Source: an optimization exercise on an open RTL-to-GDS flow (aim: small area, a short achievable clock period and few clock cycles per item). Production flows keep margins and buffers that such runs may drop.
The RTL was checked by simulation tests, not by an equivalence proof against the original design.
Power figures rest on the tool's default switching activity, not on a simulated workload.

==> inputs of 07-18 <==
==> flow/design.v (excerpt) <==
module meas_stream (
  input  wire        clk,
  input  wire        rst_n,
  input  wire        in_valid,
  output wire        in_ready,
  input  wire        in_cfg,
  input  wire [31:0] in_word,
  input  wire [3:0]  cfg_rank_win,
  input  wire [3:0]  cfg_rank,
  input  wire [2:0]  cfg_resp,
  input  wire [23:0] cfg_offset,
  input  wire [31:0] cfg_gain,
  output reg         out_valid,
  output reg  [31:0] out_value,
  output reg         out_sat,
  output reg         err_valid,
  output reg         err_fault
);
Settings: LEC_CHECK=0, CAP_MARGIN=20, CORE_MARGIN=2, CORE_UTILIZATION=40, CTS_CLUSTER_DIAMETER=70, CTS_CLUSTER_SIZE=22, SLEW_MARGIN=20, SYNTH_MEMORY_MAX_BITS=65536; clock period 15.0 ns.
standard.sh (not shown) runs the stock make flow with config.mk's settings and CLKGATE_MAP_FILE= SYNTH_SCRIPT=/design/flow/synth_recipe.tcl, a recipe that flattens the netlist after the stock synthesis.
==> flow/flow/run.sh <==
#!/bin/bash
# Standard ORFS layout (the standard.sh: standard synthesis, floorplan,
# placement, CTS, routing, finish) with two repair settings changed:
#  - the timing repair steps aim for a setup slack well above the 15 ns
#    constraint, so that they work on the design's real critical paths
#    (the clock period and the SDC are unchanged);
#  - gate sizing may pick any drive strength, not only cells of the same
#    footprint.
# The tools' output goes to make_finish.log in this folder (ORFS also keeps
# its per-step logs under orfs/logs).
set -euo pipefail
MARGIN=${MARGIN:-11.0}
bash standard.sh SETUP_SLACK_MARGIN=$MARGIN MATCH_CELL_FOOTPRINT=0 finish > make_finish.log 2>&1
==> 12-17: changes against 07-18 <==
--- a/flow/flow/run.sh
+++ b/flow/flow/run.sh
@@ -4,10 +4,10 @@
 #  - the timing repair steps aim for a setup slack well above the 15 ns
 #    constraint, so that they work on the design's real critical paths
 #    (the clock period and the SDC are unchanged);
 #  - gate sizing may pick any drive strength, not only cells of the same
 #    footprint.
 # The tools' output goes to make_finish.log in this folder (ORFS also keeps
 # its per-step logs under orfs/logs).
 set -euo pipefail
-MARGIN=${MARGIN:-11.0}
+MARGIN=${MARGIN:-10.75}
 bash standard.sh SETUP_SLACK_MARGIN=$MARGIN MATCH_CELL_FOOTPRINT=0 finish > make_finish.log 2>&1
==> 06-21: changes against 07-18 <==
--- a/flow/design.v
+++ b/flow/design.v
@@ -154,17 +154,16 @@
   reg [23:0] vop3;
   reg  [7:0]  c_lt, c_gt;
   always @* begin
     for (mc = 0; mc < 8; mc = mc + 1) begin
       c_lt[mc] = par_ok ? (r0_word[23:0] < win[mc]) : (mc == 0 ? 1'b0 : wlt[0][mc]);
       c_gt[mc] = par_ok ? (r0_word[23:0] > win[mc]) : (mc == 0 ? 1'b0 : wgt[0][mc]);
     end
   end
-  reg         err_v2, err_f2;     
   reg         v2, o2, sat2;
   reg  [8:0]  wm2;
   reg  [9:1]  wh2;       
   reg  [2:0]  rs2, q2;
   reg         fr2;
   always @(posedge clk) begin
     if (!rst_n) begin
       cur_rw   <= 4'd1;
@@ -177,26 +176,22 @@
       fail_run <= 2'd0;
       last_val <= 24'd0;
       last_sat <= 1'b0;
       last_refns <= 1'b0;
       v2 <= 1'b0;
       tk2 <= 1'b0; tk3 <= 1'b0; tk4 <= 1'b0; tk5 <= 1'b0; tk6 <= 1'b0; tk7 <= 1'b0;
       err_valid <= 1'b0;
       err_fault <= 1'b0;
-      err_v2    <= 1'b0;
-      err_f2    <= 1'b0;
     end else begin
       tk2 <= s1_cfg; tk3 <= tk2; tk4 <= tk3; tk5 <= tk4; tk6 <= tk5; tk7 <= tk6;
       if (tk6) off_cur  <= off_new;
       if (tk7) gain_cur <= gain_new;
-      err_v2    <= s1_word & ~par_ok;
-      err_f2    <= s1_word & ~par_ok & (fail_run == 2'd1);
-      err_valid <= err_v2;
-      err_fault <= err_f2;
+      err_valid <= s1_word & ~par_ok;
+      err_fault <= s1_word & ~par_ok & (fail_run == 2'd1);
       v2 <= s1_word;
       if (s1_cfg) begin
         cur_rw <= r0_rw;
         cur_rk <= r0_rk;
         cur_rs <= r0_rs;
       end
       if (s1_word) begin
         if (par_ok) begin
--- a/flow/flow/run.sh
+++ b/flow/flow/run.sh
@@ -4,10 +4,10 @@
 #  - the timing repair steps aim for a setup slack well above the 15 ns
 #    constraint, so that they work on the design's real critical paths
 #    (the clock period and the SDC are unchanged);
 #  - gate sizing may pick any drive strength, not only cells of the same
 #    footprint.
 # The tools' output goes to make_finish.log in this folder (ORFS also keeps
 # its per-step logs under orfs/logs).
 set -euo pipefail
-MARGIN=${MARGIN:-11.0}
+MARGIN=${MARGIN:-10.75}
 bash standard.sh SETUP_SLACK_MARGIN=$MARGIN MATCH_CELL_FOOTPRINT=0 finish > make_finish.log 2>&1
==> results.txt <==
dpl cells=19800; first-pass GRT wire length=862000 um; multi-input logic area=84400 um2; post-synthesis compound-gate area fraction=13.4%; post-synth top area share=33.0%; Final Critical Period=4.46 ns; DRT iter0 DRCs=17700; outcome=no timing/DRC/antenna violations; Power Combinational=about 0.010 W; chip width=666 um; Reg2Reg Setup Slack=10.75 ns; register share of the cell area=between 40% and 50%; Cell Area, Placed=182000 um2; 1st-pass router iterations=9
-- figures above: 06-21

==> results.txt <==
# setup viols final=0; Reg2Reg Setup Slack=10.96 ns; Cell Area, Placed=182000 um2; post-synth top area share=33.0%; first-pass GRT wire length=881000 um; chip width=665 um; outcome=no timing/DRC/antenna violations; initial antenna violation count=31; multi-input logic area=84200 um2; Final Critical Period=between 4 and 5 ns; register share of the cell area=42.8%
-- figures above: 07-18

==> results.txt <==
outcome=no timing/DRC/antenna violations; Reg2Reg Setup Slack=around 11 ns; Power Combinational=0.0106 W; 1st-pass router iterations=13; met2 usage=39.7%; dpl cells=19700; register share of the cell area=43.2%; Pint=~0.017 W; fill cell count=40200; Cell Area, Placed=approximately 180000 um2; multi-input logic area=between 80000 and 90000 um2; post-synthesis compound-gate area fraction=13.4%; first-pass GRT wire length=878000 um; chip width=around 670 um; Final Critical Period=4.46 ns; post-synth top area share=33.0%
-- figures above: 12-17

Testbench counts of 07-18, summed over its fixed seeds: cycles 29,088, items 28,800.
Testbench counts of 12-17, summed over its fixed seeds: cycles 29,088, items 28,800.
Testbench counts of 06-21, summed over its fixed seeds: cycles 29,088, items 28,800.

==> 05-03 <==
Another version of the RTL of meas_stream (not shown whole).
clock: 15.0 ns
lec_check: 0
cap_margin: 20
core_margin: 2
core_utilization: 40
cts_cluster_diameter: 70
cts_cluster_size: 22
slew_margin: 20
synth_memory_max_bits: 65536
==> flow/flow/run.sh <==
#!/bin/bash
# Standard ORFS layout (the standard.sh: standard synthesis, floorplan,
# placement, CTS, routing, finish) with two repair settings changed:
#  - the timing repair steps aim for a setup slack well above the 15 ns
#    constraint, so that they work on the design's real critical paths
#    (the clock period and the SDC are unchanged);
#  - gate sizing may pick any drive strength, not only cells of the same
#    footprint.
# The tools' output goes to make_finish.log in this folder (ORFS also keeps
# its per-step logs under orfs/logs).
set -euo pipefail
MARGIN=${MARGIN:-10.75}
bash standard.sh SETUP_SLACK_MARGIN=$MARGIN MATCH_CELL_FOOTPRINT=0 finish > make_finish.log 2>&1
==> inputs of 03-24, as changes to 05-03 <==
Settings changed: PLACE_DENSITY set to 0.7.
==> comparison <==
In 05-03 the fmax is lower than in 03-24, by about 0.6%. 03-24 went through all stages and came out clean. 05-03 ran to the end with no violations. Clock power: 05-03 is higher than 03-24 (5.8%). Of 03-24 and 05-03, 05-03 has the higher clock-buffer cell count (gap 7). Sequential cell count is the same in 03-24 and 05-03. Of 05-03 and 03-24, 05-03 has the higher global-route usage (gap 0.77 points). In 03-24 the via count is higher than in 05-03, by 2.3%. Cell count is about the same in 05-03 and 03-24. Die area is the same in 05-03 and 03-24.
Testbench counts of 05-03, summed over its fixed seeds: cycles 29,088, items 28,800.
Testbench counts of 03-24, summed over its fixed seeds: cycles 29,088, items 28,800.

-- what the ideal ports hide --
In the flow no input, the clock included, has a driving cell. The finished layouts below were timed again as built, in two steps. Step 1 assumes that a clkbuf_16 drives the clock port and a buf_2 every other input. Step 2, shift: input delay + t, output delay - t, t = (earliest + latest rising clock arrival at the registers) / 2. This alone moves slack from input paths to output paths. a / b / c = no drivers / after step 1 / after step 2; a / b = the first two.
| run | shift t [ns] | setup WS [ns] | worst setup path at the end | slew at the worst register clock pin (ns) |
|---|---|---|---|---|
| 07-18 | 1.075 | 10.565 / 10.447 / 10.243 | input to register | 0.11 / 0.11 |
| 12-17 | 1.080 | 10.540 / 10.443 / 10.103 | input to register | 0.10 / 0.10 |
| 06-21 | 1.092 | 10.536 / 10.415 / 10.457 | input to register | 0.10 / 0.10 |
| 05-03 | 1.059 | 10.626 / 10.511 / 10.272 | input to register | 0.10 / 0.10 |
| 03-24 | 1.046 | 10.653 / 10.539 / 10.198 | input to register | 0.10 / 0.10 |
After both steps setup and hold are still met in every run listed. The setup slack of 03-24, which loses most, moves by -0.114 ns with the drivers and by -0.455 ns with both steps.
